Background: an optimization exercise with open tools, aiming at small area and a short achievable clock period. Do not read the settings as production practice.
The RTL was checked by simulation tests, not by an equivalence proof against the original design.

--- design.v ---
module gf128_mul (
    input  wire [6:0] a,
    input  wire [6:0] b,
    output reg  [6:0] p
);
    reg [6:0] acc;
    reg [6:0] sh;
    integer   i;
    always @* begin
        acc = 7'd0;
        sh  = a;
        for (i = 0; i < 7; i = i + 1) begin
            if (b[i])
                acc = acc ^ sh;
            sh = {sh[5:0], 1'b0} ^ (sh[6] ? 7'h09 : 7'h00);
        end
        p = acc;
    end
endmodule
module dected_enc (
    input  wire [63:0] data,
    output wire [14:0] check
);
    wire x64, x65, x66, x67, x68, x69, x70, x71, x72, x73, x74, x75, x76, x77, x78, x79, x80, x81, x82, x83, x84, x85, x86, x87, x88, x89, x90, x91, x92, x93, x94, x95, x96, x97, x98, x99, x100, x101, x102, x103, x104, x105, x106, x107, x108, x109, x110, x111, x112, x113, x114, x115, x116, x117, x118, x119, x120, x121, x122, x123, x124, x125, x126, x127, x128, x129, x130, x131, x132, x133, x134, x135, x136, x137, x138, x139, x140, x141, x142, x143, x144, x145, x146, x147, x148, x149, x150, x151, x152, x153, x154, x155, x156, x157, x158, x159, x160, x161, x162, x163, x164, x165, x166, x167, x168, x169, x170, x171, x172, x173, x174, x175, x176, x177, x178, x179, x180, x181, x182, x183, x184, x185, x186, x187, x188, x189, x190, x191, x192, x193, x194, x195, x196, x197, x198, x199, x200, x201, x202, x203, x204, x205, x206, x207, x208, x209, x210, x211, x212, x213, x214, x215, x216, x217, x218, x219, x220, x221, x222, x223, x224, x225, x226, x227, x228, x229, x230, x231, x232, x233, x234, x235, x236, x237, x238, x239, x240, x241, x242, x243, x244, x245, x246, x247, x248, x249, x250, x251, x252, x253, x254, x255, x256, x257, x258, x259, x260, x261, x262, x263, x264, x265, x266, x267, x268, x269, x270, x271, x272, x273, x274, x275, x276, x277, x278, x279, x280, x281, x282, x283, x284, x285, x286, x287, x288, x289, x290, x291, x292, x293, x294;
    assign x64 = data[27] ^ data[43];
    assign x65 = data[3] ^ data[14];
    assign x66 = data[30] ^ data[47];
    assign x67 = data[38] ^ data[63];
    assign x68 = data[4] ^ data[32];
    assign x69 = data[2] ^ data[24];
    assign x70 = data[22] ^ data[23];
    assign x71 = data[13] ^ data[46];
    assign x72 = data[5] ^ data[33];
    assign x73 = data[37] ^ data[62];
    assign x74 = data[25] ^ data[44];
    assign x75 = data[0] ^ data[17];
    assign x76 = data[26] ^ data[31];
    assign x77 = data[45] ^ x64;
    assign x78 = data[48] ^ data[61];
    assign x79 = data[1] ^ data[29];
    assign x80 = data[50] ^ data[53];
    assign x81 = data[60] ^ x72;
    assign x82 = x66 ^ x74;
    assign x83 = data[56] ^ x65;
    assign x84 = data[12] ^ data[58];
    assign x85 = data[41] ^ x71;
    assign x86 = x68 ^ x76;
    assign x87 = data[49] ^ x73;
    assign x88 = x75 ^ x80;
    assign x89 = data[55] ^ x69;
    assign x90 = data[40] ^ x70;
    assign x91 = data[6] ^ data[42];
    assign x92 = data[10] ^ data[54];
    assign x93 = data[11] ^ data[57];
    assign x94 = data[28] ^ data[59];
    assign x95 = x79 ^ x93;
    assign x96 = data[39] ^ x83;
    assign x97 = data[21] ^ x67;
    assign x98 = data[18] ^ x82;
    assign x99 = x77 ^ x84;
    assign x100 = data[34] ^ x94;
    assign x101 = data[35] ^ x81;
    assign x102 = data[7] ^ data[20];
    assign x103 = x78 ^ x92;
    assign x104 = data[18] ^ data[29];
    assign x105 = data[9] ^ data[43];
    assign x106 = x87 ^ x90;
    assign x107 = x86 ^ x91;
    assign x108 = x89 ^ x95;
    assign x109 = data[16] ^ data[50];
    assign x110 = data[15] ^ x85;
    assign x111 = data[9] ^ data[19];
    assign x112 = x98 ^ x101;
    assign x113 = data[8] ^ data[52];
    assign x114 = data[57] ^ x88;
    assign x115 = data[37] ^ x100;
    assign x116 = x76 ^ x99;
    assign x117 = data[14] ^ data[39];
    assign x118 = data[61] ^ x107;
    assign x119 = x87 ^ x102;
    assign x120 = x86 ^ x88;
    assign x121 = data[36] ^ x120;
    assign x122 = data[36] ^ x109;
    assign x123 = x78 ^ x111;
    assign x124 = data[6] ^ x123;
    assign x125 = data[1] ^ data[59];
    assign x126 = data[22] ^ x71;
    assign x127 = data[4] ^ data[10];
    assign x128 = x100 ^ x105;
    assign x129 = data[54] ^ x97;
    assign x130 = x67 ^ x85;
    assign x131 = data[25] ^ x103;
    assign x132 = data[47] ^ x113;
    assign x133 = data[44] ^ x104;
    assign x134 = x89 ^ x96;
    assign x135 = x108 ^ x110;
    assign x136 = x69 ^ x83;
    assign x137 = data[51] ^ x119;
    assign x138 = data[24] ^ x130;
    assign x139 = data[58] ^ x106;
    assign x140 = data[42] ^ data[49];
    assign x141 = data[5] ^ data[11];
    assign x142 = x79 ^ x96;
    assign x143 = data[7] ^ data[28];
    assign x144 = data[26] ^ x140;
    assign x145 = x97 ^ x99;
    assign x146 = x102 ^ x125;
    assign x147 = data[30] ^ x77;
    assign x148 = data[16] ^ x64;
    assign x149 = data[41] ^ x91;
    assign x150 = data[63] ^ x141;
    assign x151 = data[13] ^ x132;
    assign x152 = data[8] ^ data[15];
    assign x153 = data[51] ^ x72;
    assign x154 = x117 ^ x152;
    assign x155 = x126 ^ x133;
    assign x156 = x153 ^ x154;
    assign x157 = x114 ^ x115;
    assign x158 = x124 ^ x147;
    assign x159 = x155 ^ x156;
    assign x160 = x157 ^ x158;
    assign x161 = x159 ^ x160;
    assign x162 = data[31] ^ data[38];
    assign x163 = data[39] ^ x162;
    assign x164 = x103 ^ x146;
    assign x165 = x148 ^ x163;
    assign x166 = x101 ^ x114;
    assign x167 = x151 ^ x164;
    assign x168 = x165 ^ x139;
    assign x169 = x166 ^ x167;
    assign x170 = x168 ^ x169;
    assign x171 = data[0] ^ data[19];
    assign x172 = data[32] ^ data[36];
    assign x173 = x171 ^ x172;
    assign x174 = x81 ^ x173;
    assign x175 = x129 ^ x147;
    assign x176 = x174 ^ x135;
    assign x177 = x139 ^ x175;
    assign x178 = x176 ^ x177;
    assign x179 = data[1] ^ data[20];
    assign x180 = data[31] ^ data[33];
    assign x181 = data[46] ^ data[61];
    assign x182 = x67 ^ x70;
    assign x183 = x84 ^ x109;
    assign x184 = x179 ^ x180;
    assign x185 = x181 ^ x82;
    assign x186 = x149 ^ x182;
    assign x187 = x183 ^ x184;
    assign x188 = x115 ^ x185;
    assign x189 = x186 ^ x187;
    assign x190 = x134 ^ x188;
    assign x191 = x189 ^ x190;
    assign x192 = data[0] ^ data[8];
    assign x193 = data[21] ^ data[27];
    assign x194 = data[38] ^ data[46];
    assign x195 = x73 ^ x80;
    assign x196 = x111 ^ x143;
    assign x197 = x192 ^ x193;
    assign x198 = x194 ^ x90;
    assign x199 = x195 ^ x196;
    assign x200 = x197 ^ x136;
    assign x201 = x198 ^ x199;
    assign x202 = x112 ^ x118;
    assign x203 = x200 ^ x201;
    assign x204 = x202 ^ x203;
    assign x205 = data[23] ^ x65;
    assign x206 = x73 ^ x92;
    assign x207 = x146 ^ x205;
    assign x208 = x206 ^ x98;
    assign x209 = x207 ^ x121;
    assign x210 = x138 ^ x208;
    assign x211 = x209 ^ x210;
    assign x212 = data[60] ^ x82;
    assign x213 = x88 ^ x126;
    assign x214 = x108 ^ x128;
    assign x215 = x129 ^ x212;
    assign x216 = x213 ^ x118;
    assign x217 = x214 ^ x215;
    assign x218 = x216 ^ x217;
    assign x219 = data[2] ^ data[7];
    assign x220 = data[32] ^ data[51];
    assign x221 = data[55] ^ data[62];
    assign x222 = x70 ^ x219;
    assign x223 = x220 ^ x221;
    assign x224 = x103 ^ x222;
    assign x225 = x223 ^ x224;
    assign x226 = x112 ^ x116;
    assign x227 = x142 ^ x225;
    assign x228 = x226 ^ x227;
    assign x229 = data[51] ^ data[52];
    assign x230 = x104 ^ x105;
    assign x231 = x229 ^ x150;
    assign x232 = x230 ^ x106;
    assign x233 = x231 ^ x121;
    assign x234 = x134 ^ x232;
    assign x235 = x233 ^ x234;
    assign x236 = data[12] ^ data[45];
    assign x237 = x68 ^ x75;
    assign x238 = x113 ^ x236;
    assign x239 = x90 ^ x237;
    assign x240 = x238 ^ x128;
    assign x241 = x131 ^ x239;
    assign x242 = x138 ^ x142;
    assign x243 = x240 ^ x241;
    assign x244 = x242 ^ x243;
    assign x245 = data[9] ^ data[23];
    assign x246 = data[40] ^ data[53];
    assign x247 = data[62] ^ x117;
    assign x248 = x127 ^ x245;
    assign x249 = x246 ^ x144;
    assign x250 = x247 ^ x248;
    assign x251 = x249 ^ x250;
    assign x252 = x112 ^ x135;
    assign x253 = x251 ^ x252;
    assign x254 = data[15] ^ data[19];
    assign x255 = data[34] ^ data[40];
    assign x256 = x66 ^ x254;
    assign x257 = x255 ^ x122;
    assign x258 = x149 ^ x150;
    assign x259 = x256 ^ x131;
    assign x260 = x136 ^ x257;
    assign x261 = x258 ^ x116;
    assign x262 = x259 ^ x260;
    assign x263 = x261 ^ x262;
    assign x264 = data[3] ^ data[12];
    assign x265 = data[17] ^ data[35];
    assign x266 = data[48] ^ data[55];
    assign x267 = x74 ^ x93;
    assign x268 = x94 ^ x264;
    assign x269 = x265 ^ x266;
    assign x270 = x148 ^ x267;
    assign x271 = x268 ^ x269;
    assign x272 = x107 ^ x110;
    assign x273 = x270 ^ x271;
    assign x274 = x137 ^ x272;
    assign x275 = x273 ^ x274;
    assign x276 = data[14] ^ data[17];
    assign x277 = data[56] ^ x68;
    assign x278 = x143 ^ x276;
    assign x279 = x81 ^ x122;
    assign x280 = x133 ^ x144;
    assign x281 = x277 ^ x278;
    assign x282 = x151 ^ x279;
    assign x283 = x280 ^ x281;
    assign x284 = x145 ^ x282;
    assign x285 = x283 ^ x284;
    assign x286 = data[2] ^ data[33];
    assign x287 = data[52] ^ x65;
    assign x288 = x75 ^ x127;
    assign x289 = x286 ^ x95;
    assign x290 = x287 ^ x288;
    assign x291 = x124 ^ x289;
    assign x292 = x290 ^ x137;
    assign x293 = x145 ^ x291;
    assign x294 = x292 ^ x293;
    assign check[0] = x161;
    assign check[1] = x170;
    assign check[2] = x178;
    assign check[3] = x191;
    assign check[4] = x204;
    assign check[5] = x211;
    assign check[6] = x218;
    assign check[7] = x228;
    assign check[8] = x235;
    assign check[9] = x244;
    assign check[10] = x253;
    assign check[11] = x263;
    assign check[12] = x275;
    assign check[13] = x285;
    assign check[14] = x294;
endmodule
module dected_syn (
    input  wire [78:0] r,
    output wire [14:0] syn
);
    wire x79, x80, x81, x82, x83, x84, x85, x86, x87, x88, x89, x90, x91, x92, x93, x94, x95, x96, x97, x98, x99, x100, x101, x102, x103, x104, x105, x106, x107, x108, x109, x110, x111, x112, x113, x114, x115, x116, x117, x118, x119, x120, x121, x122, x123, x124, x125, x126, x127, x128, x129, x130, x131, x132, x133, x134, x135, x136, x137, x138, x139, x140, x141, x142, x143, x144, x145, x146, x147, x148, x149, x150, x151, x152, x153, x154, x155, x156, x157, x158, x159, x160, x161, x162, x163, x164, x165, x166, x167, x168, x169, x170, x171, x172, x173, x174, x175, x176, x177, x178, x179, x180, x181, x182, x183, x184, x185, x186, x187, x188, x189, x190, x191, x192, x193, x194, x195, x196, x197, x198, x199, x200, x201, x202, x203, x204, x205, x206, x207, x208, x209, x210, x211, x212, x213, x214, x215, x216, x217, x218, x219, x220, x221, x222, x223, x224, x225, x226, x227, x228, x229, x230, x231, x232, x233, x234, x235, x236, x237, x238, x239, x240, x241, x242, x243, x244, x245, x246, x247, x248, x249, x250, x251, x252, x253, x254, x255, x256, x257, x258, x259, x260, x261, x262, x263, x264, x265, x266, x267, x268, x269, x270, x271, x272, x273, x274, x275, x276, x277, x278, x279, x280, x281, x282, x283, x284, x285, x286, x287, x288, x289, x290, x291, x292, x293, x294, x295, x296, x297, x298, x299, x300, x301, x302, x303, x304, x305, x306, x307, x308, x309, x310, x311, x312, x313, x314, x315, x316, x317, x318, x319, x320, x321, x322, x323, x324, x325, x326, x327, x328, x329, x330, x331, x332, x333, x334, x335, x336, x337, x338, x339, x340, x341, x342, x343, x344, x345, x346, x347, x348, x349, x350, x351, x352, x353;
    assign x79 = r[24] ^ r[75];
    assign x80 = r[58] ^ r[72];
    assign x81 = r[27] ^ r[56];
    assign x82 = r[59] ^ r[73];
    assign x83 = r[25] ^ r[76];
    assign x84 = r[50] ^ r[55];
    assign x85 = r[33] ^ r[37];
    assign x86 = r[17] ^ r[23];
    assign x87 = r[60] ^ r[74];
    assign x88 = r[19] ^ r[67];
    assign x89 = r[38] ^ r[51];
    assign x90 = x79 ^ x80;
    assign x91 = x81 ^ x82;
    assign x92 = r[21] ^ r[69];
    assign x93 = r[26] ^ r[61];
    assign x94 = r[57] ^ r[71];
    assign x95 = r[13] ^ r[30];
    assign x96 = r[8] ^ r[39];
    assign x97 = r[16] ^ r[52];
    assign x98 = r[20] ^ r[68];
    assign x99 = r[15] ^ x89;
    assign x100 = r[9] ^ r[40];
    assign x101 = r[7] ^ r[10];
    assign x102 = x85 ^ x90;
    assign x103 = r[28] ^ r[31];
    assign x104 = r[49] ^ x88;
    assign x105 = r[18] ^ r[36];
    assign x106 = r[14] ^ x84;
    assign x107 = x86 ^ x100;
    assign x108 = r[77] ^ x87;
    assign x109 = r[34] ^ x83;
    assign x110 = r[48] ^ x94;
    assign x111 = r[11] ^ r[41];
    assign x112 = r[29] ^ r[32];
    assign x113 = r[46] ^ r[62];
    assign x114 = r[43] ^ r[53];
    assign x115 = r[22] ^ r[70];
    assign x116 = r[35] ^ r[54];
    assign x117 = r[42] ^ x99;
    assign x118 = r[66] ^ x96;
    assign x119 = r[63] ^ x101;
    assign x120 = r[12] ^ r[47];
    assign x121 = x97 ^ x112;
    assign x122 = x103 ^ x108;
    assign x123 = r[53] ^ x92;
    assign x124 = r[44] ^ x110;
    assign x125 = r[65] ^ x116;
    assign x126 = r[3] ^ x119;
    assign x127 = x91 ^ x105;
    assign x128 = x93 ^ x109;
    assign x129 = r[5] ^ x106;
    assign x130 = x95 ^ x104;
    assign x131 = x98 ^ x115;
    assign x132 = r[51] ^ r[64];
    assign x133 = r[55] ^ x125;
    assign x134 = x111 ^ x118;
    assign x135 = x102 ^ x130;
    assign x136 = x95 ^ x114;
    assign x137 = r[52] ^ x123;
    assign x138 = r[61] ^ x113;
    assign x139 = r[45] ^ r[65];
    assign x140 = x117 ^ x120;
    assign x141 = x96 ^ x121;
    assign x142 = r[70] ^ x139;
    assign x143 = r[6] ^ r[41];
    assign x144 = x124 ^ x132;
    assign x145 = r[76] ^ x90;
    assign x146 = r[26] ^ x137;
    assign x147 = r[46] ^ x134;
    assign x148 = r[23] ^ r[54];
    assign x149 = r[37] ^ x106;
    assign x150 = x83 ^ x121;
    assign x151 = r[72] ^ x109;
    assign x152 = r[62] ^ x126;
    assign x153 = r[39] ^ x107;
    assign x154 = x98 ^ x105;
    assign x155 = x82 ^ x129;
    assign x156 = r[20] ^ r[42];
    assign x157 = r[1] ^ x93;
    assign x158 = r[4] ^ r[18];
    assign x159 = r[25] ^ r[36];
    assign x160 = r[33] ^ x138;
    assign x161 = r[47] ^ x88;
    assign x162 = r[71] ^ x81;
    assign x163 = r[32] ^ x133;
    assign x164 = r[66] ^ x154;
    assign x165 = r[7] ^ x148;
    assign x166 = r[74] ^ x131;
    assign x167 = r[19] ^ x97;
    assign x168 = r[49] ^ x143;
    assign x169 = x127 ^ x168;
    assign x170 = r[56] ^ r[57];
    assign x171 = r[28] ^ x120;
    assign x172 = x110 ^ x167;
    assign x173 = x91 ^ x92;
    assign x174 = r[0] ^ r[75];
    assign x175 = r[45] ^ x145;
    assign x176 = r[22] ^ r[30];
    assign x177 = r[44] ^ x83;
    assign x178 = x94 ^ x111;
    assign x179 = x113 ^ x174;
    assign x180 = x176 ^ x104;
    assign x181 = x165 ^ x177;
    assign x182 = x178 ^ x179;
    assign x183 = x117 ^ x122;
    assign x184 = x149 ^ x173;
    assign x185 = x180 ^ x181;
    assign x186 = x182 ^ x183;
    assign x187 = x184 ^ x185;
    assign x188 = x186 ^ x187;
    assign x189 = r[23] ^ r[43];
    assign x190 = r[63] ^ x84;
    assign x191 = x170 ^ x189;
    assign x192 = x131 ^ x157;
    assign x193 = x190 ^ x191;
    assign x194 = x122 ^ x141;
    assign x195 = x192 ^ x193;
    assign x196 = x140 ^ x175;
    assign x197 = x194 ^ x195;
    assign x198 = x196 ^ x197;
    assign x199 = r[2] ^ r[58];
    assign x200 = r[77] ^ x79;
    assign x201 = x199 ^ x136;
    assign x202 = x200 ^ x150;
    assign x203 = x153 ^ x160;
    assign x204 = x173 ^ x201;
    assign x205 = x144 ^ x202;
    assign x206 = x203 ^ x204;
    assign x207 = x205 ^ x206;
    assign x208 = r[11] ^ r[18];
    assign x209 = r[34] ^ r[40];
    assign x210 = r[46] ^ r[73];
    assign x211 = x84 ^ x86;
    assign x212 = x208 ^ x209;
    assign x213 = x210 ^ x142;
    assign x214 = x161 ^ x162;
    assign x215 = x211 ^ x212;
    assign x216 = x102 ^ x117;
    assign x217 = x126 ^ x213;
    assign x218 = x214 ^ x215;
    assign x219 = x146 ^ x216;
    assign x220 = x217 ^ x218;
    assign x221 = x219 ^ x220;
    assign x222 = r[24] ^ r[64];
    assign x223 = x89 ^ x114;
    assign x224 = x116 ^ x158;
    assign x225 = x222 ^ x91;
    assign x226 = x171 ^ x223;
    assign x227 = x224 ^ x151;
    assign x228 = x166 ^ x172;
    assign x229 = x225 ^ x226;
    assign x230 = x147 ^ x227;
    assign x231 = x228 ^ x229;
    assign x232 = x230 ^ x231;
    assign x233 = r[5] ^ r[13];
    assign x234 = r[29] ^ r[73];
    assign x235 = r[75] ^ x80;
    assign x236 = x156 ^ x159;
    assign x237 = x233 ^ x234;
    assign x238 = x104 ^ x108;
    assign x239 = x171 ^ x235;
    assign x240 = x236 ^ x237;
    assign x241 = x124 ^ x133;
    assign x242 = x153 ^ x238;
    assign x243 = x239 ^ x240;
    assign x244 = x146 ^ x241;
    assign x245 = x242 ^ x243;
    assign x246 = x244 ^ x245;
    assign x247 = r[10] ^ r[21];
    assign x248 = r[29] ^ r[40];
    assign x249 = r[48] ^ r[54];
    assign x250 = r[66] ^ x93;
    assign x251 = x247 ^ x248;
    assign x252 = x249 ^ x136;
    assign x253 = x250 ^ x251;
    assign x254 = x149 ^ x166;
    assign x255 = x252 ^ x253;
    assign x256 = x169 ^ x175;
    assign x257 = x254 ^ x255;
    assign x258 = x256 ^ x257;
    assign x259 = r[38] ^ x103;
    assign x260 = x170 ^ x174;
    assign x261 = x107 ^ x119;
    assign x262 = x161 ^ x259;
    assign x263 = x260 ^ x151;
    assign x264 = x160 ^ x164;
    assign x265 = x261 ^ x262;
    assign x266 = x155 ^ x263;
    assign x267 = x264 ^ x265;
    assign x268 = x266 ^ x267;
    assign x269 = r[4] ^ r[8];
    assign x270 = r[17] ^ r[31];
    assign x271 = r[77] ^ x98;
    assign x272 = x269 ^ x270;
    assign x273 = x99 ^ x142;
    assign x274 = x271 ^ x272;
    assign x275 = x128 ^ x137;
    assign x276 = x273 ^ x274;
    assign x277 = x135 ^ x155;
    assign x278 = x275 ^ x276;
    assign x279 = x277 ^ x278;
    assign x280 = r[27] ^ r[35];
    assign x281 = r[38] ^ r[42];
    assign x282 = r[50] ^ r[68];
    assign x283 = x85 ^ x280;
    assign x284 = x281 ^ x282;
    assign x285 = x107 ^ x136;
    assign x286 = x283 ^ x284;
    assign x287 = x122 ^ x128;
    assign x288 = x134 ^ x172;
    assign x289 = x285 ^ x286;
    assign x290 = x152 ^ x287;
    assign x291 = x288 ^ x289;
    assign x292 = x290 ^ x291;
    assign x293 = r[6] ^ r[7];
    assign x294 = r[35] ^ r[48];
    assign x295 = r[59] ^ r[64];
    assign x296 = x92 ^ x112;
    assign x297 = x159 ^ x293;
    assign x298 = x294 ^ x295;
    assign x299 = x99 ^ x107;
    assign x300 = x157 ^ x296;
    assign x301 = x297 ^ x298;
    assign x302 = x102 ^ x122;
    assign x303 = x129 ^ x299;
    assign x304 = x300 ^ x301;
    assign x305 = x147 ^ x302;
    assign x306 = x303 ^ x304;
    assign x307 = x305 ^ x306;
    assign x308 = r[6] ^ r[9];
    assign x309 = r[16] ^ r[17];
    assign x310 = r[22] ^ r[45];
    assign x311 = x87 ^ x158;
    assign x312 = x308 ^ x309;
    assign x313 = x310 ^ x118;
    assign x314 = x138 ^ x162;
    assign x315 = x311 ^ x312;
    assign x316 = x313 ^ x314;
    assign x317 = x315 ^ x135;
    assign x318 = x163 ^ x316;
    assign x319 = x317 ^ x318;
    assign x320 = r[3] ^ r[4];
    assign x321 = r[12] ^ r[14];
    assign x322 = r[50] ^ r[69];
    assign x323 = x87 ^ x320;
    assign x324 = x321 ^ x322;
    assign x325 = x165 ^ x323;
    assign x326 = x324 ^ x150;
    assign x327 = x164 ^ x325;
    assign x328 = x135 ^ x144;
    assign x329 = x326 ^ x327;
    assign x330 = x328 ^ x329;
    assign x331 = r[2] ^ r[30];
    assign x332 = r[60] ^ r[62];
    assign x333 = r[65] ^ r[67];
    assign x334 = x79 ^ x85;
    assign x335 = x100 ^ x101;
    assign x336 = x115 ^ x331;
    assign x337 = x332 ^ x333;
    assign x338 = x334 ^ x335;
    assign x339 = x336 ^ x337;
    assign x340 = x128 ^ x141;
    assign x341 = x338 ^ x339;
    assign x342 = x140 ^ x169;
    assign x343 = x340 ^ x341;
    assign x344 = x342 ^ x343;
    assign x345 = r[8] ^ r[58];
    assign x346 = r[78] ^ x86;
    assign x347 = x111 ^ x132;
    assign x348 = x156 ^ x345;
    assign x349 = x346 ^ x347;
    assign x350 = x348 ^ x127;
    assign x351 = x349 ^ x152;
    assign x352 = x163 ^ x350;
    assign x353 = x351 ^ x352;
    assign syn[0] = x188;
    assign syn[1] = x198;
    assign syn[2] = x207;
    assign syn[3] = x221;
    assign syn[4] = x232;
    assign syn[5] = x246;
    assign syn[6] = x258;
    assign syn[7] = x268;
    assign syn[8] = x279;
    assign syn[9] = x292;
    assign syn[10] = x307;
    assign syn[11] = x319;
    assign syn[12] = x330;
    assign syn[13] = x344;
    assign syn[14] = x353;
endmodule
module gf128_inv3 (
    input  wire [6:0] a,
    output wire [6:0] y
);
    wire [127:0] t0 = 128'h85171f397d3521e1ec0715d9c155d956;
    assign y[0] = t0[a];
    wire [127:0] t1 = 128'h077bca8c40edde83cfa9b8fae20590f0;
    assign y[1] = t1[a];
    wire [127:0] t2 = 128'hd3d8a3c4b729aac8883ed3b1ef77e000;
    assign y[2] = t2[a];
    wire [127:0] t3 = 128'h9d7459fd639529fbdb72e2c062284688;
    assign y[3] = t3[a];
    wire [127:0] t4 = 128'h76d02a17ab13d34bf22b331b534913bc;
    assign y[4] = t4[a];
    wire [127:0] t5 = 128'h7a55ce6bcde0f5c45424a2b9e9a25f80;
    assign y[5] = t5[a];
    wire [127:0] t6 = 128'h4ae285f65b8d65a17edf971ddc8880a0;
    assign y[6] = t6[a];
endmodule
module dected_quad (
    input  wire [6:0] s3,
    input  wire [6:0] inv3,
    output wire [6:0] y,
    output wire       tz,      
    output wire       tr       
);
    wire [6:0] w;
    gf128_mul u_w (.a(s3), .b(inv3), .p(w));
    wire [6:0] c = w ^ 7'h01;
    assign tz = (c == 7'd0);
    assign tr = c[0];
    assign y[0] = 1'b0;
    assign y[1] = c[2] ^ c[3] ^ c[4] ^ c[6];
    assign y[2] = c[3] ^ c[4] ^ c[6];
    assign y[3] = c[5] ^ c[6];
    assign y[4] = c[1] ^ c[2] ^ c[4];
    assign y[5] = c[3] ^ c[5] ^ c[6];
    assign y[6] = c[3] ^ c[6];
endmodule
module dected_ispos (
    input  wire [6:0] x,
    output wire       v
);
    wire [127:0] t = 128'h341efc53e5ef0f6366edbbb9ab551f7e;
    assign v = t[x];
endmodule
module dected_quad2 (
    input  wire [6:0] s3,
    input  wire [6:0] z,
    output wire [6:0] y,
    output wire       tr
);
    wire [6:0] g0 = {s3[3] ^ s3[6], s3[3] ^ s3[5] ^ s3[6], s3[1] ^ s3[2] ^ s3[4], s3[5] ^ s3[6], s3[3] ^ s3[4] ^ s3[6], s3[2] ^ s3[3] ^ s3[4] ^ s3[6], 1'b0};
    wire t0 = s3[0];
    wire [6:0] g1 = {s3[2] ^ s3[5] ^ s3[6], s3[2] ^ s3[4] ^ s3[5] ^ s3[6], s3[0] ^ s3[1] ^ s3[3], s3[4] ^ s3[5], s3[2] ^ s3[3] ^ s3[5] ^ s3[6], s3[1] ^ s3[2] ^ s3[3] ^ s3[5] ^ s3[6], 1'b0};
    wire t1 = s3[6];
    wire [6:0] g2 = {s3[1] ^ s3[4] ^ s3[5], s3[1] ^ s3[3] ^ s3[4] ^ s3[5], s3[0] ^ s3[2], s3[3] ^ s3[4], s3[1] ^ s3[2] ^ s3[4] ^ s3[5] ^ s3[6], s3[0] ^ s3[1] ^ s3[2] ^ s3[4] ^ s3[5] ^ s3[6], 1'b0};
    wire t2 = s3[5];
    wire [6:0] g3 = {s3[0] ^ s3[3] ^ s3[4], s3[0] ^ s3[2] ^ s3[3] ^ s3[4] ^ s3[6], s3[1] ^ s3[6], s3[2] ^ s3[3] ^ s3[6], s3[0] ^ s3[1] ^ s3[3] ^ s3[4] ^ s3[5], s3[0] ^ s3[1] ^ s3[3] ^ s3[4] ^ s3[5] ^ s3[6], 1'b0};
    wire t3 = s3[4];
    wire [6:0] g4 = {s3[2] ^ s3[3], s3[1] ^ s3[2] ^ s3[3] ^ s3[5], s3[0] ^ s3[5], s3[1] ^ s3[2] ^ s3[5] ^ s3[6], s3[0] ^ s3[2] ^ s3[3] ^ s3[4], s3[0] ^ s3[2] ^ s3[3] ^ s3[4] ^ s3[5], 1'b0};
    wire t4 = s3[3];
    wire [6:0] g5 = {s3[1] ^ s3[2] ^ s3[6], s3[0] ^ s3[1] ^ s3[2] ^ s3[4] ^ s3[6], s3[4] ^ s3[6], s3[0] ^ s3[1] ^ s3[4] ^ s3[5], s3[1] ^ s3[2] ^ s3[3], s3[1] ^ s3[2] ^ s3[3] ^ s3[4], 1'b0};
    wire t5 = s3[2] ^ s3[6];
    wire [6:0] g6 = {s3[0] ^ s3[1] ^ s3[5], s3[0] ^ s3[1] ^ s3[3] ^ s3[5] ^ s3[6], s3[3] ^ s3[5], s3[0] ^ s3[3] ^ s3[4] ^ s3[6], s3[0] ^ s3[1] ^ s3[2] ^ s3[6], s3[0] ^ s3[1] ^ s3[2] ^ s3[3] ^ s3[6], 1'b0};
    wire t6 = s3[1] ^ s3[5];
    assign y = ({7{z[0]}} & g0) ^ ({7{z[1]}} & g1) ^ ({7{z[2]}} & g2) ^ ({7{z[3]}} & g3) ^ ({7{z[4]}} & g4) ^ ({7{z[5]}} & g5) ^ ({7{z[6]}} & g6) ^ 7'h00;
    assign tr = 1'b1 ^ (z[0] & t0) ^ (z[1] & t1) ^ (z[2] & t2) ^ (z[3] & t3) ^ (z[4] & t4) ^ (z[5] & t5) ^ (z[6] & t6);
endmodule
module dected_codec (
    input  wire        clk,
    input  wire        rst_n,
    input  wire        enc_valid,
    input  wire [63:0] enc_data,
    output wire        enc_out_valid,
    output wire [63:0] enc_out_data,
    output wire [14:0] enc_out_check,
    input  wire        dec_valid,
    input  wire [63:0] dec_data,
    input  wire [14:0] dec_check,
    output wire        dec_out_valid,
    output wire [63:0] dec_out_data,
    output wire [14:0] dec_out_check,
    output wire [1:0]  dec_out_corr,
    output wire        dec_out_ue
);
    wire [63:0] e0_d = enc_data;  wire e0_v = enc_valid;
    wire [63:0] e0q_d = e0_d;  wire e0q_v = e0_v;
    wire [14:0] e1_c;
    dected_enc u_enc (.data(e0q_d), .check(e1_c));
    reg  [63:0] e1q_d;  reg [14:0] e1q_c;  reg e1q_v;
    always @(posedge clk) begin
        e1q_d <= e0q_d;
        e1q_c <= e1_c;
        if (!rst_n) e1q_v <= 1'b0; else e1q_v <= e0q_v;
    end
    assign enc_out_valid = e1q_v;
    assign enc_out_data  = e1q_d;
    assign enc_out_check = e1q_c;
    wire [78:0] b0_r = {dec_check[14], dec_data, dec_check[13:0]};   
    wire b0_v = dec_valid;
    wire [78:0] b0q_r = b0_r;
    wire b0q_v = b0_v;
    wire [6:0] b1_s1;
    reg  [6:0] b1q_s1;
    wire [6:0] b1_s3;
    reg  [6:0] b1q_s3;
    wire b1_prem;
    reg  b1q_prem;
    wire [78:0] b1_r = b0q_r;  wire b1_v = b0q_v;
    wire [14:0] b1_syn;
    dected_syn u_syn (.r(b0q_r), .syn(b1_syn));
    assign b1_s1 = b1_syn[6:0];
    assign b1_s3 = b1_syn[13:7];
    assign b1_prem = b1_syn[14];
    reg [78:0] b1q_r;
    reg b1q_v;
    always @(posedge clk) begin
        b1q_s1 <= b1_s1;
        b1q_s3 <= b1_s3;
        b1q_prem <= b1_prem;
        b1q_r <= b1_r;
        if (!rst_n) b1q_v <= 1'b0; else b1q_v <= b1_v;
    end
    wire [6:0] b2_s1;
    wire [6:0] b2q_s1 = b2_s1;
    wire [6:0] b2_s3;
    wire [6:0] b2q_s3 = b2_s3;
    wire b2_prem;
    wire b2q_prem = b2_prem;
    wire [6:0] b2_iv;
    wire [6:0] b2q_iv = b2_iv;
    wire [78:0] b2_r = b1q_r;  wire b2_v = b1q_v;
    assign b2_s1 = b1q_s1; assign b2_s3 = b1q_s3; assign b2_prem = b1q_prem;
    gf128_inv3 u_inv3 (.a(b1q_s1), .y(b2_iv));
    wire [78:0] b2q_r = b2_r;
    wire b2q_v = b2_v;
    wire [6:0] b3_s1;
    reg  [6:0] b3q_s1;
    wire [6:0] b3_x1;
    reg  [6:0] b3q_x1;
    wire b3_par;
    reg  b3q_par;
    wire b3_tr;
    reg  b3q_tr;
    wire b3_s3z;
    reg  b3q_s3z;
    wire [78:0] b3_r = b2q_r;  wire b3_v = b2q_v;
    assign b3_s1 = b2q_s1;
    assign b3_par = b2q_prem ^ b2q_s1[0] ^ b2q_s1[2] ^ b2q_s1[5] ^ b2q_s3[1] ^ b2q_s3[3];    
    assign b3_s3z = (b2q_s3 == 7'd0);
    wire [6:0] y;
    dected_quad2 u_quad (.s3(b2q_s3), .z(b2q_iv), .y(y), .tr(b3_tr));
    gf128_mul u_x1 (.a(b2q_s1), .b(y), .p(b3_x1));
    reg [78:0] b3q_r;
    reg b3q_v;
    always @(posedge clk) begin
        b3q_s1 <= b3_s1;
        b3q_x1 <= b3_x1;
        b3q_par <= b3_par;
        b3q_tr <= b3_tr;
        b3q_s3z <= b3_s3z;
        b3q_r <= b3_r;
        if (!rst_n) b3q_v <= 1'b0; else b3q_v <= b3_v;
    end
    wire [6:0] b4_x1;
    wire [6:0] b4q_x1 = b4_x1;
    wire [6:0] b4_x2;
    wire [6:0] b4q_x2 = b4_x2;
    wire b4_par;
    wire b4q_par = b4_par;
    wire b4_tz;
    wire b4q_tz = b4_tz;
    wire b4_tr;
    wire b4q_tr = b4_tr;
    wire b4_s1z;
    wire b4q_s1z = b4_s1z;
    wire b4_s3z;
    wire b4q_s3z = b4_s3z;
    wire [78:0] b4_r = b3q_r;  wire b4_v = b3q_v;
    assign b4_x1 = b3q_x1;
    assign b4_x2 = b3q_x1 ^ b3q_s1;
    assign b4_s1z = (b3q_s1 == 7'd0);
    assign b4_tz = (b3q_x1 == 7'd0) && !b3q_tr;    
    assign b4_par = b3q_par; assign b4_tr = b3q_tr; assign b4_s3z = b3q_s3z;
    wire [78:0] b4q_r = b4_r;
    wire b4q_v = b4_v;
    wire [7:0] b5_pa1;
    wire [7:0] b5q_pa1 = b5_pa1;
    wire [15:0] b5_pb1;
    wire [15:0] b5q_pb1 = b5_pb1;
    wire [7:0] b5_pa2;
    wire [7:0] b5q_pa2 = b5_pa2;
    wire [15:0] b5_pb2;
    wire [15:0] b5q_pb2 = b5_pb2;
    wire [1:0] b5_corr;
    wire [1:0] b5q_corr = b5_corr;
    wire b5_ue;
    wire b5q_ue = b5_ue;
    wire b5_fpar;
    wire b5q_fpar = b5_fpar;
    wire [78:0] b5_r = b4q_r;  wire b5_v = b4q_v;
    wire v1, v2;
    dected_ispos u_v1 (.x(b4q_x1), .v(v1));
    dected_ispos u_v2 (.x(b4q_x2), .v(v2));
    wire ok_tz  = !b4q_s1z && b4q_tz && v2;                                 
    wire ok_2   = !b4q_s1z && !b4q_tz && !b4q_par && !b4q_tr && v1 && v2;   
    wire only_p = b4q_s1z && b4q_s3z && b4q_par;                           
    wire e1     = !b4q_par && !b4q_tr && v2;
    wire e2     = b4q_tz || (!b4q_par && !b4q_tr && v1);
    assign b5_ue   = !(ok_tz || ok_2 || (b4q_s1z && b4q_s3z));
    assign b5_corr = (ok_2 || (ok_tz && !b4q_par)) ? 2'd2 : ((only_p || ok_tz) ? 2'd1 : 2'd0);
    assign b5_fpar = only_p || (ok_tz && !b4q_par);
    genvar k;
    for (k = 0; k < 8; k = k + 1) begin : g_pa
        assign b5_pa1[k] = e1 && (b4q_x1[2:0] == k);
        assign b5_pa2[k] = e2 && (b4q_x2[2:0] == k);
    end
    for (k = 0; k < 16; k = k + 1) begin : g_pb
        assign b5_pb1[k] = (b4q_x1[6:3] == k);
        assign b5_pb2[k] = (b4q_x2[6:3] == k);
    end
    wire [78:0] b5q_r = b5_r;
    wire b5q_v = b5_v;
    wire [63:0] b6_od;
    reg  [63:0] b6q_od;
    wire [14:0] b6_oc;
    reg  [14:0] b6q_oc;
    wire [1:0] b6_corr;
    reg  [1:0] b6q_corr;
    wire b6_ue;
    reg  b6q_ue;
    wire b6_v = b5q_v;
    wire [77:0] flip;
    assign flip[0] = (b5q_pa1[1] && b5q_pb1[0]) || (b5q_pa2[1] && b5q_pb2[0]);
    assign flip[1] = (b5q_pa1[2] && b5q_pb1[0]) || (b5q_pa2[2] && b5q_pb2[0]);
    assign flip[2] = (b5q_pa1[4] && b5q_pb1[0]) || (b5q_pa2[4] && b5q_pb2[0]);
    assign flip[3] = (b5q_pa1[0] && b5q_pb1[1]) || (b5q_pa2[0] && b5q_pb2[1]);
    assign flip[4] = (b5q_pa1[0] && b5q_pb1[2]) || (b5q_pa2[0] && b5q_pb2[2]);
    assign flip[5] = (b5q_pa1[0] && b5q_pb1[4]) || (b5q_pa2[0] && b5q_pb2[4]);
    assign flip[6] = (b5q_pa1[0] && b5q_pb1[8]) || (b5q_pa2[0] && b5q_pb2[8]);
    assign flip[7] = (b5q_pa1[1] && b5q_pb1[1]) || (b5q_pa2[1] && b5q_pb2[1]);
    assign flip[8] = (b5q_pa1[2] && b5q_pb1[2]) || (b5q_pa2[2] && b5q_pb2[2]);
    assign flip[9] = (b5q_pa1[4] && b5q_pb1[4]) || (b5q_pa2[4] && b5q_pb2[4]);
    assign flip[10] = (b5q_pa1[0] && b5q_pb1[9]) || (b5q_pa2[0] && b5q_pb2[9]);
    assign flip[11] = (b5q_pa1[1] && b5q_pb1[3]) || (b5q_pa2[1] && b5q_pb2[3]);
    assign flip[12] = (b5q_pa1[2] && b5q_pb1[6]) || (b5q_pa2[2] && b5q_pb2[6]);
    assign flip[13] = (b5q_pa1[4] && b5q_pb1[12]) || (b5q_pa2[4] && b5q_pb2[12]);
    assign flip[14] = (b5q_pa1[1] && b5q_pb1[8]) || (b5q_pa2[1] && b5q_pb2[8]);
    assign flip[15] = (b5q_pa1[3] && b5q_pb1[1]) || (b5q_pa2[3] && b5q_pb2[1]);
    assign flip[16] = (b5q_pa1[6] && b5q_pb1[2]) || (b5q_pa2[6] && b5q_pb2[2]);
    assign flip[17] = (b5q_pa1[4] && b5q_pb1[5]) || (b5q_pa2[4] && b5q_pb2[5]);
    assign flip[18] = (b5q_pa1[0] && b5q_pb1[11]) || (b5q_pa2[0] && b5q_pb2[11]);
    assign flip[19] = (b5q_pa1[1] && b5q_pb1[7]) || (b5q_pa2[1] && b5q_pb2[7]);
    assign flip[20] = (b5q_pa1[2] && b5q_pb1[14]) || (b5q_pa2[2] && b5q_pb2[14]);
    assign flip[21] = (b5q_pa1[5] && b5q_pb1[13]) || (b5q_pa2[5] && b5q_pb2[13]);
    assign flip[22] = (b5q_pa1[3] && b5q_pb1[10]) || (b5q_pa2[3] && b5q_pb2[10]);
    assign flip[23] = (b5q_pa1[7] && b5q_pb1[5]) || (b5q_pa2[7] && b5q_pb2[5]);
    assign flip[24] = (b5q_pa1[6] && b5q_pb1[11]) || (b5q_pa2[6] && b5q_pb2[11]);
    assign flip[25] = (b5q_pa1[5] && b5q_pb1[6]) || (b5q_pa2[5] && b5q_pb2[6]);
    assign flip[26] = (b5q_pa1[2] && b5q_pb1[13]) || (b5q_pa2[2] && b5q_pb2[13]);
    assign flip[27] = (b5q_pa1[5] && b5q_pb1[11]) || (b5q_pa2[5] && b5q_pb2[11]);
    assign flip[28] = (b5q_pa1[3] && b5q_pb1[6]) || (b5q_pa2[3] && b5q_pb2[6]);
    assign flip[29] = (b5q_pa1[6] && b5q_pb1[12]) || (b5q_pa2[6] && b5q_pb2[12]);
    assign flip[30] = (b5q_pa1[5] && b5q_pb1[8]) || (b5q_pa2[5] && b5q_pb2[8]);
    assign flip[31] = (b5q_pa1[3] && b5q_pb1[0]) || (b5q_pa2[3] && b5q_pb2[0]);
    assign flip[32] = (b5q_pa1[6] && b5q_pb1[0]) || (b5q_pa2[6] && b5q_pb2[0]);
    assign flip[33] = (b5q_pa1[4] && b5q_pb1[1]) || (b5q_pa2[4] && b5q_pb2[1]);
    assign flip[34] = (b5q_pa1[0] && b5q_pb1[3]) || (b5q_pa2[0] && b5q_pb2[3]);
    assign flip[35] = (b5q_pa1[0] && b5q_pb1[6]) || (b5q_pa2[0] && b5q_pb2[6]);
    assign flip[36] = (b5q_pa1[0] && b5q_pb1[12]) || (b5q_pa2[0] && b5q_pb2[12]);
    assign flip[37] = (b5q_pa1[1] && b5q_pb1[9]) || (b5q_pa2[1] && b5q_pb2[9]);
    assign flip[38] = (b5q_pa1[3] && b5q_pb1[3]) || (b5q_pa2[3] && b5q_pb2[3]);
    assign flip[39] = (b5q_pa1[6] && b5q_pb1[6]) || (b5q_pa2[6] && b5q_pb2[6]);
    assign flip[40] = (b5q_pa1[4] && b5q_pb1[13]) || (b5q_pa2[4] && b5q_pb2[13]);
    assign flip[41] = (b5q_pa1[1] && b5q_pb1[10]) || (b5q_pa2[1] && b5q_pb2[10]);
    assign flip[42] = (b5q_pa1[3] && b5q_pb1[5]) || (b5q_pa2[3] && b5q_pb2[5]);
    assign flip[43] = (b5q_pa1[6] && b5q_pb1[10]) || (b5q_pa2[6] && b5q_pb2[10]);
    assign flip[44] = (b5q_pa1[5] && b5q_pb1[4]) || (b5q_pa2[5] && b5q_pb2[4]);
    assign flip[45] = (b5q_pa1[2] && b5q_pb1[9]) || (b5q_pa2[2] && b5q_pb2[9]);
    assign flip[46] = (b5q_pa1[5] && b5q_pb1[3]) || (b5q_pa2[5] && b5q_pb2[3]);
    assign flip[47] = (b5q_pa1[2] && b5q_pb1[7]) || (b5q_pa2[2] && b5q_pb2[7]);
    assign flip[48] = (b5q_pa1[4] && b5q_pb1[14]) || (b5q_pa2[4] && b5q_pb2[14]);
    assign flip[49] = (b5q_pa1[1] && b5q_pb1[12]) || (b5q_pa2[1] && b5q_pb2[12]);
    assign flip[50] = (b5q_pa1[3] && b5q_pb1[9]) || (b5q_pa2[3] && b5q_pb2[9]);
    assign flip[51] = (b5q_pa1[7] && b5q_pb1[3]) || (b5q_pa2[7] && b5q_pb2[3]);
    assign flip[52] = (b5q_pa1[6] && b5q_pb1[7]) || (b5q_pa2[6] && b5q_pb2[7]);
    assign flip[53] = (b5q_pa1[4] && b5q_pb1[15]) || (b5q_pa2[4] && b5q_pb2[15]);
    assign flip[54] = (b5q_pa1[1] && b5q_pb1[14]) || (b5q_pa2[1] && b5q_pb2[14]);
    assign flip[55] = (b5q_pa1[3] && b5q_pb1[13]) || (b5q_pa2[3] && b5q_pb2[13]);
    assign flip[56] = (b5q_pa1[7] && b5q_pb1[11]) || (b5q_pa2[7] && b5q_pb2[11]);
    assign flip[57] = (b5q_pa1[7] && b5q_pb1[6]) || (b5q_pa2[7] && b5q_pb2[6]);
    assign flip[58] = (b5q_pa1[6] && b5q_pb1[13]) || (b5q_pa2[6] && b5q_pb2[13]);
    assign flip[59] = (b5q_pa1[5] && b5q_pb1[10]) || (b5q_pa2[5] && b5q_pb2[10]);
    assign flip[60] = (b5q_pa1[3] && b5q_pb1[4]) || (b5q_pa2[3] && b5q_pb2[4]);
    assign flip[61] = (b5q_pa1[6] && b5q_pb1[8]) || (b5q_pa2[6] && b5q_pb2[8]);
    assign flip[62] = (b5q_pa1[5] && b5q_pb1[0]) || (b5q_pa2[5] && b5q_pb2[0]);
    assign flip[63] = (b5q_pa1[2] && b5q_pb1[1]) || (b5q_pa2[2] && b5q_pb2[1]);
    assign flip[64] = (b5q_pa1[4] && b5q_pb1[2]) || (b5q_pa2[4] && b5q_pb2[2]);
    assign flip[65] = (b5q_pa1[0] && b5q_pb1[5]) || (b5q_pa2[0] && b5q_pb2[5]);
    assign flip[66] = (b5q_pa1[0] && b5q_pb1[10]) || (b5q_pa2[0] && b5q_pb2[10]);
    assign flip[67] = (b5q_pa1[1] && b5q_pb1[5]) || (b5q_pa2[1] && b5q_pb2[5]);
    assign flip[68] = (b5q_pa1[2] && b5q_pb1[10]) || (b5q_pa2[2] && b5q_pb2[10]);
    assign flip[69] = (b5q_pa1[5] && b5q_pb1[5]) || (b5q_pa2[5] && b5q_pb2[5]);
    assign flip[70] = (b5q_pa1[2] && b5q_pb1[11]) || (b5q_pa2[2] && b5q_pb2[11]);
    assign flip[71] = (b5q_pa1[5] && b5q_pb1[7]) || (b5q_pa2[5] && b5q_pb2[7]);
    assign flip[72] = (b5q_pa1[2] && b5q_pb1[15]) || (b5q_pa2[2] && b5q_pb2[15]);
    assign flip[73] = (b5q_pa1[5] && b5q_pb1[15]) || (b5q_pa2[5] && b5q_pb2[15]);
    assign flip[74] = (b5q_pa1[3] && b5q_pb1[14]) || (b5q_pa2[3] && b5q_pb2[14]);
    assign flip[75] = (b5q_pa1[7] && b5q_pb1[13]) || (b5q_pa2[7] && b5q_pb2[13]);
    assign flip[76] = (b5q_pa1[7] && b5q_pb1[10]) || (b5q_pa2[7] && b5q_pb2[10]);
    assign flip[77] = (b5q_pa1[7] && b5q_pb1[4]) || (b5q_pa2[7] && b5q_pb2[4]);
    assign b6_od = b5q_r[77:14] ^ flip[77:14];
    assign b6_oc = {b5q_r[78] ^ b5q_fpar, b5q_r[13:0] ^ flip[13:0]};
    assign b6_corr = b5q_corr; assign b6_ue = b5q_ue;
    reg b6q_v;
    always @(posedge clk) begin
        b6q_od <= b6_od;
        b6q_oc <= b6_oc;
        b6q_corr <= b6_corr;
        b6q_ue <= b6_ue;
        if (!rst_n) b6q_v <= 1'b0; else b6q_v <= b6_v;
    end
    assign dec_out_valid = b6q_v;
    assign dec_out_data  = b6q_od;
    assign dec_out_check = b6q_oc;
    assign dec_out_corr  = b6q_corr;
    assign dec_out_ue    = b6q_ue;
endmodule
--- flow/run.sh ---
#!/bin/bash
# Own flow: the standard layout (standard.sh, unchanged synthesis) with
# extra ORFS settings: small port buffers, timing repair aimed below the
# clock period, and smaller clock buffers.  The ORFS tools log to
# orfs/logs/ and standard.log; this script's own output goes to run.log.
set -e
exec > >(tee run.log) 2>&1
cat >> "$FLOW_CONFIG" <<EOC
export BUFFER_PORTS_ARGS = -buffer_cell sky130_fd_sc_hd__buf_1
export SETUP_SLACK_MARGIN = 9.3
export CTS_BUF_LIST = sky130_fd_sc_hd__clkbuf_8 sky130_fd_sc_hd__clkbuf_16
EOC
bash standard.sh > standard.log 2>&1
--- standard.sh ---
#!/bin/bash
# synth_recipe.tcl (not shown) runs the flow's synth.tcl, then flattens the netlist and writes it again
# the make line also repeats each setting of config.mk as NAME=value (left out here)
make -C /OpenROAD-flow-scripts/flow DESIGN_CONFIG=/design/flow/config.mk WORK_HOME=/design/flow/orfs CLKGATE_MAP_FILE= SYNTH_SCRIPT=/design/flow/synth_recipe.tcl "${@:-finish}"
--- config.mk ---
export PLATFORM = sky130hd
export DESIGN_NAME = dected_codec
export DESIGN_NICKNAME = dected_codec
export VERILOG_FILES = /design/flow/design.v
export SDC_FILE = /design/flow/constraint.sdc
export NUM_CORES = 4
export LEC_CHECK = 0
export CAP_MARGIN = 20
export CORE_MARGIN = 2
export CORE_UTILIZATION = 50
export CTS_CLUSTER_DIAMETER = 60
export CTS_CLUSTER_SIZE = 16
export PLACE_DENSITY = 0.65
export SLEW_MARGIN = 20
export TNS_END_PERCENT = 0
export BUFFER_PORTS_ARGS = -buffer_cell sky130_fd_sc_hd__buf_1
export SETUP_SLACK_MARGIN = 9.3
export CTS_BUF_LIST = sky130_fd_sc_hd__clkbuf_8 sky130_fd_sc_hd__clkbuf_16
--- constraint.sdc ---
create_clock -name core_clock -period 13.5 [get_ports {clk}]
set_input_delay 2.7000 -clock core_clock [delete_from_list [all_inputs] [get_ports {clk}]]
set_output_delay 2.7000 -clock core_clock [all_outputs]
set_load 0.01 [all_outputs]
==> metrics.md, run 1 <==
| Metric | Value |
|---|---|
| Status | `complete, no violations` |
| Hold Path Class | `reg2reg` |
| Data required time at the worst endpoint | `13930 ps` |
| Area Growth Syn to Fin | `15.99%` |
| Final hold viol count | `0` |
| Post-synth EDFFs | `0` |
| DR WL met2 | `27100 µm` |
| First-pass GRT wire length | `82440 µm` |
| Post-DRT Antenna Nets | `0` |
| Skew-Pair Late Insertion Delay | `570 ps` |
| Critical Path End Type | `flip-flop` |
| Library cells used by synthesis | `89` |
| Met3 WL post-DR | `3685 µm` |
| Root Buffer | `clkbuf_16` |
| Most common cell after layout, fill and taps aside | `xnor2_1` |
| Arr. time, crit path | `4610 ps` |
| DRT Pass-1 Iters | `6` |
| CTS tree | `yes` |
| CP Max Fanout | `3` |
| Hold Worst Slack | `319.0 ps` |
| Dpl ws | `8370 ps` |
| Avg WL per Cell | `21.86 µm` |
| Met1 wire length | `23340 µm` |
| Largest net degree at the start of global routing | `74` |
| Max Root-Sink Buffers | `3` |
| Die height | `193.5 µm` |
| Std cell rows | `69` |
| Die ar. | `37440 µm²` |
| Setup TNS | `0 ps` |
| Fmax | `239.3 MHz` |
| Post-synthesis cell area | `17950 µm²` |
| Synth Register Bits | `355` |
| Vias in the first global route | `13.56k` |
| Initial antenna violation count | `1` |
| RSZ-0062 raised after global routing | `yes` |
| Layout Cells excl Fill | `2560` |
| YS warnings | `2` |
| Post-synthesis instance total | `1788` |
| Total CTS buffers | `29` |
| Global-route usage over all layers | `28.24%` |
| Clk sinks | `355` |
| Post-synth net total | `1963` |
| Chip Width | `193.5 µm` |
| Most frequent cells in the layout | `xnor2_1 (543), dfxtp_1 (350), buf_1 (309)` |
| Syn avg cell area | `10.04 µm²` |
| Final Cycle Share | `30.95%` |
| Startpoint Class | `input pin` |
| Final nets | `2264` |
| Max-Cap Viols | `0` |
| Port buffer count | `309` |
| Top FF cell, synth | `dfxtp_1` |
| H-Tree Depth | `1` |
| Relative slew slack | `32.85%` |
| Slew @ Worst Pin | `1000 ps` |
| Layout cells sized above 1 | `8.337%` |
| Worst hold stages | `0` |
| Dpl cells | `2484` |
| Area of the core | `35480 µm²` |
| GRT overflow | `0` |
| Vias | `13.97k` |
| Placer congestion estimate | `0.9631` |
| N_diodes | `0` |
| Post-synth ARST share | `0%` |
| Starting DRT DRC Count | `1236` |
| Layout Cell Area excl Fill | `20830 µm²` |
| # setup viols final | `0` |
| Flop2flop setup slack | `9360 ps` |
| Clock period minus worst slack | `4179 ps` |
| Final setup margin | `9321 ps` |
| Final WL | `55970 µm` |
| Drc violations | `0` |
| IO Pins | `310` |
| Final Slew Violations | `0` |
| Vias per std cell | `5.458` |
| Post-DP HPWL | `42360 µm` |
| Hold Buf Count CTS | `0` |
| Top layer in use | `met4` |
| Reg2reg path depth | `17` |
| Placed cell areas | `19330 µm²` |
| CP Class | `in2reg` |
| Setup Skew | `9.302 ps` |
| Sequential area share after synthesis | `39.58%` |
| Initial Utilization | `50.60%` |
| Fin util | `58.69%` |
| CTS clk-pin slew, worst paths | `70 ps` |
-- critical path: stages --
cell     delay [ps]
buf_1           180
xnor2_2         370
xnor2_1         150
xnor2_1         450
xnor2_1         170
xnor2_1         300
xnor2_1         140
xnor2_1         150
-- state kept, by name, indices dropped and copies added, names as in the netlist, 2 cells and up --
register	flops
b1q_r	79
b6q_oc	15
b3q_s1	7
b3q_r	79
e1q_d	64
b3q_x1	7
b1q_s3	7
e1q_c	15
b6q_corr	2
b1q_s1	7
b6q_od	64
-- area by class of cell --
cell class | count | area (µm²)
clock buffer | 30 | 739.5
clock inverter | 11 | 90.09
fill | 3130 | 14660
inverter | 24 | 112.6
multi-input combinational | 1329 | 10620
sequential | 355 | 7118
tap | 461 | 576.8
timing repair buffer | 350 | 1573
-- cells in the mapped netlist, types with 8 or more instances --
master	n	area share, %
nand2_1	77	1.6
nor2_1	87	1.8
buf_2	15	0.42
nor2b_1	15	0.52
mux2i_1	14	0.78
and3_1	19	0.66
ha_1	28	2.0
o21ai_0	30	0.84
xor2_1	118	5.8
xnor2_1	549	27
nand3_1	33	0.92
clkbuf_1	45	0.94
nor3_1	18	0.50
nand2b_1	18	0.63
a31oi_1	10	0.35
a211oi_1	20	0.84
inv_1	22	0.46
a22oi_1	84	3.5
and2_1	15	0.52
a21oi_1	47	1.3
buf_4	8	0.33
o211ai_1	12	0.50
dfxtp_1	355	40
-- per-layer routing --
layer | global-route usage (%) | up-vias
met2 | 49.14 | 679
met4 | 8.029 | 0
met1 | 36.88 | 6590
li1 | - | 6584
met3 | 3.347 | 119
met5 | 0 | -
-- logic make-up after synthesis --
family                     Yosys count  share of synthesized area, %
and+or+nand+nor                    324                         8.955
AOI/OAI and AO/OA                  270                         10.82
adders and majority gates           28                         1.951
DFF                                355                         39.58
muxes                               25                         1.721
xor gates and xnor gates           680                         34.12
buffers and inverters              106                         2.850
-- what timing repair did --
| action | 4_1_cts | 5_1_grt |
|---|---|---|
| resized for setup | 26 | 48 |
| gates cloned | 0 | 4 |
| setup endpoints to repair | 22 | 93 |
| pin swaps | 1 | 9 |
| buffers inserted | 11 | 20 |
-- worst paths after layout --
check / start / to
worst min register to register: b1q_r[78] / b3q_r[78]
worst min-delay path: b1q_r[78] / b3q_r[78]
worst max register to register: b1q_s1[0] / b3q_x1[4]
worst max-delay path: dec_data[46] / b1q_s3[2]
==> run 2: changes to the inputs <==
--- a/flow/run.sh
+++ b/flow/run.sh
@@ -10,3 +10,3 @@
 export SETUP_SLACK_MARGIN = 9.3
-export CTS_BUF_LIST = sky130_fd_sc_hd__clkbuf_8 sky130_fd_sc_hd__clkbuf_16
+export CTS_BUF_LIST = sky130_fd_sc_hd__clkbuf_8
 EOC
--- a/config.mk
+++ b/config.mk
@@ -17,2 +17,2 @@
 export SETUP_SLACK_MARGIN = 9.3
-export CTS_BUF_LIST = sky130_fd_sc_hd__clkbuf_8 sky130_fd_sc_hd__clkbuf_16
+export CTS_BUF_LIST = sky130_fd_sc_hd__clkbuf_8
==> run 2 against run 1 <==
  * Still clean
  * Via count is 1.2% lower
  * Area after synthesis stayed put
  * Clock skew is 49 ps higher
  * Critical path type unchanged
  * Critical endpoint is now b1q_s3[4]
==> metrics.md, run 2 <==
| Metric | Value |
|---|---|
| CTS tree | `yes` |
| Most common cell in the netlist | `xnor2_1` |
| Most instantiated cells after synthesis | `xnor2_1 (549), dfxtp_1 (355), xor2_1 (118)` |
| Startpoint Class | `input pin` |
| Max-Cap Viols | `0` |
| CP most frequent cell | `xnor2_1` |
| Status | `complete, no violations` |
| Library cells used by synthesis | `89` |
| Sequential area share after synthesis | `39.58%` |
| CTS clk-pin slew, worst paths | `100 ps` |
| Final nets | `2252` |
| Top FF cell, synth | `dfxtp_1` |
| Post-synthesis cell area | `17950 µm²` |
| Setup Skew | `58.32 ps` |
| Clock period minus worst slack | `4297 ps` |
| Die height | `193.5 µm` |
| Register cell area after layout | `7113 µm²` |
| Total CTS buffers | `29` |
| Die ar. | `37440 µm²` |
| Std cell rows | `69` |
| Largest net degree at the start of global routing | `74` |
| Synth Register Bits | `355` |
| Slowest cell delay on critical path | `460 ps` |
| DRT Pass-1 Iters | `6` |
| Clk sinks | `355` |
| Hold Buf Count CTS | `0` |
| Layout Cells excl Fill | `2548` |
| Post-synth net total | `1963` |
| YS warnings | `2` |
| Syn avg cell area | `10.04 µm²` |
| Most common cell after layout, fill and taps aside | `xnor2_1` |
| Setup TNS | `0 ps` |
| Vias per std cell | `5.418` |
| Vias | `13.80k` |
| IO Pins | `310` |
| Avg WL per Cell | `21.58 µm` |
| Critical Path End Type | `flip-flop` |
| Dpl cells | `2484` |
| Port buffer count | `309` |
| Final WL | `54990 µm` |
| Layout cells sized above 1 | `6.996%` |
| CP Class | `in2reg` |
| Post-synth ARST share | `0%` |
| Final hold viol count | `0` |
| CP Max Fanout | `3` |
| N_diodes | `0` |
| # setup viols final | `0` |
| Area of the core | `35480 µm²` |
| CP cell instances | `buf_1 -> xor2_1 -> xnor2_1 -> xor2_1 -> xnor2_1 -> xnor2_1 -> xnor3_1` |
| Hold Path Class | `reg2reg` |
| Post-DRT Antenna Nets | `0` |
| First-pass GRT wire length | `81880 µm` |
| Share of the synthesized area in the top cell type | `39.58%` |
| Arr. time, crit path | `4770 ps` |
| Vias in the first global route | `13.54k` |
| Relative slew slack | `31.57%` |
| Max Root-Sink Buffers | `3` |
| Post-DP HPWL | `42360 µm` |
| Fmax | `232.7 MHz` |
| GRT overflow | `0` |
| Yosys top cell by area | `dfxtp_1` |
| Skew-Pair Late Insertion Delay | `650 ps` |
| Largest registers | `b1q_r x79, b3q_r x79` |
| Root Buffer | `clkbuf_8` |
| Final Slew Violations | `0` |
| RSZ-0062 raised after global routing | `yes` |
| Area Growth Syn to Fin | `12.62%` |
| Multi-input gate area | `10490 µm²` |
| CP max stage cell | `xnor2_1` |
| Fin util | `56.99%` |
| Global-route usage over all layers | `28.07%` |
| Placer congestion estimate | `0.9631` |
| Drc violations | `0` |
| Starting DRT DRC Count | `1161` |
| H-Tree Depth | `1` |
| Initial antenna violation count | `2` |
| Slew @ Worst Pin | `1019 ps` |
| Largest cells by area after synthesis | `dfxtp_1 (40%), xnor2_1 (27%), xor2_1 (5.8%)` |
| Post-synthesis instance total | `1788` |
| Most frequent cells in the layout | `xnor2_1 (547), dfxtp_1 (352), buf_1 (309)` |
| Post-synth EDFFs | `0` |
| Final Cycle Share | `31.83%` |
| # fillers | `3202` |
| Data required time at the worst endpoint | `13970 ps` |
| Chip Width | `193.5 µm` |
| Initial Utilization | `50.60%` |
## run 2: cell types whose count changed in the layout (fill, tap and decap cells not counted), sizes merged
cell | previous run | this run
clkbuf | 32 | 31
buf | 348 | 338
xnor3 | 10 | 9
inv | 27 | 26
clkinvlp | 4 | 5
## run 2: layer usage
layer | vias up | share of wire [%] | track usage (%)
met2 | 634 | 48 | 48.32
met3 | 114 | 6.3 | 3.033
met1 | 6511 | 42 | 36.94
met4 | 2 | 3.5 | 8.849
met5 | - | 0.024 | 0
li1 | 6543 | - | -
## run 2: metrics by stage
step           area [µm²]  worst slack (ps)  hold WS (ps)
2_1_floorplan       17960              9311         309.6
3_5_place_dp        19330              8370         312.1
5_1_grt             20220              9006         298.0
3_3_place_gp        19330              8549         309.8
6_report            20220              9203         283.8
4_1_cts             20010              9172         301.9
## run 2: cell families after synthesis
group                      Yosys count  share of synthesized area (%)
and+or+nand+nor                    324                          8.955
AOI/OAI and AO/OA                  270                          10.82
xor gates and xnor gates           680                          34.12
DFF                                355                          39.58
adders and majority gates           28                          1.951
buffers and inverters              106                          2.850
muxes                               25                          1.721
## run 2: worst paths after layout
path                      from        end  slack [ps]  cells after the start
setup / recovery  dec_data[10]  b1q_s3[4]        9200                      7
setup reg to reg     b1q_s1[1]  b3q_x1[0]        9240                     16
hold reg to reg      b1q_r[61]  b3q_r[61]         280                      0
hold / removal       b1q_r[61]  b3q_r[61]         280                      0
## run 2: layout make-up
class                      count  area share (%)
sequential                   355           35.18
clock buffer                  30           2.042
tap                          461           2.853
multi-input combinational   1328           51.89
timing repair buffer         339           7.042
inverter                      24          0.5569
clock inverter                11          0.4393
## run 2: critical path, delay by kind of cell
kind                      cells  cell delay (ps)
buffers and inverters         1              220
xor gates and xnor gates      6             1840
## run 2: timing repair
| item | in CTS | in global routing |
|---|---|---|
| endpoints found under the setup margin | 23 | 90 |
| pin swaps | 1 | 4 |
| setup buffers | 9 | 13 |
| cloned | 0 | 1 |
| resized for setup | 26 | 26 |
==> run 3: changes to the inputs <==
--- a/flow/run.sh
+++ b/flow/run.sh
@@ -9,3 +9,3 @@
 export BUFFER_PORTS_ARGS = -buffer_cell sky130_fd_sc_hd__buf_1
-export SETUP_SLACK_MARGIN = 9.3
+export SETUP_SLACK_MARGIN = 9.5
 export CTS_BUF_LIST = sky130_fd_sc_hd__clkbuf_8
--- a/config.mk
+++ b/config.mk
@@ -16,3 +16,3 @@
 export BUFFER_PORTS_ARGS = -buffer_cell sky130_fd_sc_hd__buf_1
-export SETUP_SLACK_MARGIN = 9.3
+export SETUP_SLACK_MARGIN = 9.5
 export CTS_BUF_LIST = sky130_fd_sc_hd__clkbuf_8
==> run 3 against run 2 <==
  * Non-clock buffer count up 14
  * Highest routed layer is now met4
  * Largest cell class unchanged
  * Area after synthesis unchanged
==> metrics.md, run 3 <==
| Metric | Value |
|---|---|
| Status | `complete, no violations` |
| Most common cell after layout, fill and taps aside | `xnor2_1` |
| Library cells used by synthesis | `89` |
| Post-synth net total | `1963` |
| Final Cycle Share | `30.67%` |
| Relative slew slack | `36.45%` |
| Clock period minus worst slack | `4141 ps` |
| CP Max Fanout | `4` |
| Std cell rows | `69` |
| Post-synth EDFFs | `0` |
| Syn avg cell area | `10.04 µm²` |
| Arr. time, crit path | `4680 ps` |
| Total CTS buffers | `30` |
| Synth Register Bits | `355` |
| Layout cells sized above 1 | `8.896%` |
| Root Buffer | `clkbuf_8` |
| Fmax | `241.5 MHz` |
| N_diodes | `0` |
| Hold Path Class | `reg2reg` |
| Clk sinks | `355` |
| Setup TNS | `0 ps` |
| # setup viols final | `0` |
| Most frequent cells in the layout | `xnor2_1 (539), dfxtp_1 (348), buf_1 (309)` |
| Vias in the first global route | `13.61k` |
| Die height | `193.5 µm` |
| Drc violations | `0` |
| DRT Pass-1 Iters | `6` |
| RSZ-0062 raised after global routing | `yes` |
| Largest registers | `b1q_r x79, b3q_r x79` |
| Critical Path End Type | `flip-flop` |
| Post-DRT Antenna Nets | `0` |
| CTS tree | `yes` |
| Avg WL per Cell | `21.80 µm` |
| Max-Cap Viols | `0` |
| YS warnings | `2` |
| Dpl ws | `8431 ps` |
| Area Growth Syn to Fin | `15.16%` |
| Layout Cell Area excl Fill | `20680 µm²` |
| Most instantiated cells after synthesis | `xnor2_1 (549), dfxtp_1 (355), xor2_1 (118)` |
| Final WL | `55860 µm` |
| Vias per std cell | `5.465` |
| Max Root-Sink Buffers | `3` |
| First-pass GRT wire length | `82050 µm` |
| Largest net degree at the start of global routing | `74` |
| Post-synthesis instance total | `1788` |
[run 3: cell types whose count changed in the layout (fill, tap and decap cells not counted), sizes merged]
| cell | change |
|---|---|
| bufinv | +1 |
| xnor3 | +1 |
| buf | +11 |
| clkbuf | +2 |
| bufbuf | +1 |
| inv | -1 |
[run 3: through the flow]
stage | std cells | utilization [%]
final | 2563 | 58.27
after global routing | 2563 | 58.27
after CTS | 2537 | 56.81
after detailed placement | 2483 | 54.60
after global placement | 2483 | 54.60
after floorplan | 1788 | -
[run 3: area by class of cell]
type,instances,area [µm²]
clock inverter,11,137.6
tap,461,576.8
multi-input combinational,1329,10680
clock buffer,30,412.9
fill,3202,14810
sequential,355,7123
inverter,24,115.1
timing repair buffer,353,1629
[run 3: worst paths after layout]
check,slack (ps),startpoint,endpoint,cells after the start
max,9360,dec_data[54],b1q_s3[0],7
min,280,b1q_r[1],b3q_r[1],0
max reg2reg,9470,b1q_s1[0],b3q_x1[5],17
min reg2reg,280,b1q_r[1],b3q_r[1],0
[run 3: logic make-up (layout without fill, tap and decap cells)]
group / count (synthesis) / in the layout / synth area share, %
DFF: 355 / 355 / 39.58
buffers and inverters: 106 / 418 / 2.850
xor gates and xnor gates: 680 / 682 / 34.12
AOI/OAI and AO/OA: 270 / 270 / 10.82
adders and majority gates: 28 / 28 / 1.951
muxes: 25 / 25 / 1.721
and+or+nand+nor: 324 / 324 / 8.955
[run 3: worst max-delay path, stage by stage]
cell,delay (ps)
buf_1,170
xnor2_1,660
xor2_1,170
xnor2_1,420
xnor2_1,200
xnor2_1,160
xor2_1,200
[run 3: timing repair]
item,CTS,global route
resized for setup,31,54
buffers inserted,12,21
pin swaps,2,11
cloned,1,5
setup endpoints to repair,76,93
[run 3: metal layers]
metal	wire, µm	vias up	share of wire (%)	global-route usage, %
met2	26940	675	48	49.34
li1	-	6580	-	-
met1	23030	6602	41	35.87
met3	3619	151	6.5	3.748
met5	0	-	0	0
met4	2279	0	4.1	8.991

## re-timing with driven ports
The flow's constraints put no driver on any port. The routed layouts listed below were extracted and timed again, unchanged, in two steps.
Step 1 (the two cells are an assumption about what drives the block):
set clk [get_ports {clk}]
set_driving_cell -lib_cell sky130_fd_sc_hd__clkbuf_16 $clk
set_driving_cell -lib_cell sky130_fd_sc_hd__buf_2 [delete_from_list [all_inputs] $clk]
Step 2 moves the port delays by t, midway between the first and last clock arrival at a register: inputs arrive t later, outputs are due t later. That takes back most of the time a late clock gives input paths.
a / b / c = ideal / step 1 / step 2; a / b = the first two.
run | shift t [ns] | slack for setup (ns) | worst hold slack (ns) | worst register clock-pin slew, ns | pins driven straight from the clock port
run 1 | 0.611 | 9.321 / 9.342 / 8.730 | 0.319 / 0.319 / 0.319 | 0.07 / 0.07 | 1
run 2 | 0.657 | 9.203 / 9.212 / 8.555 | 0.284 / 0.284 / 0.284 | 0.10 / 0.10 | 1
run 3 | 0.673 | 9.359 / 9.377 / 8.703 | 0.276 / 0.276 / 0.276 | 0.10 / 0.10 | 1
After both steps setup and hold are still met in every run listed. The setup slack of run 3, which loses most, moves by +0.018 ns with the drivers and by -0.656 ns with both steps.
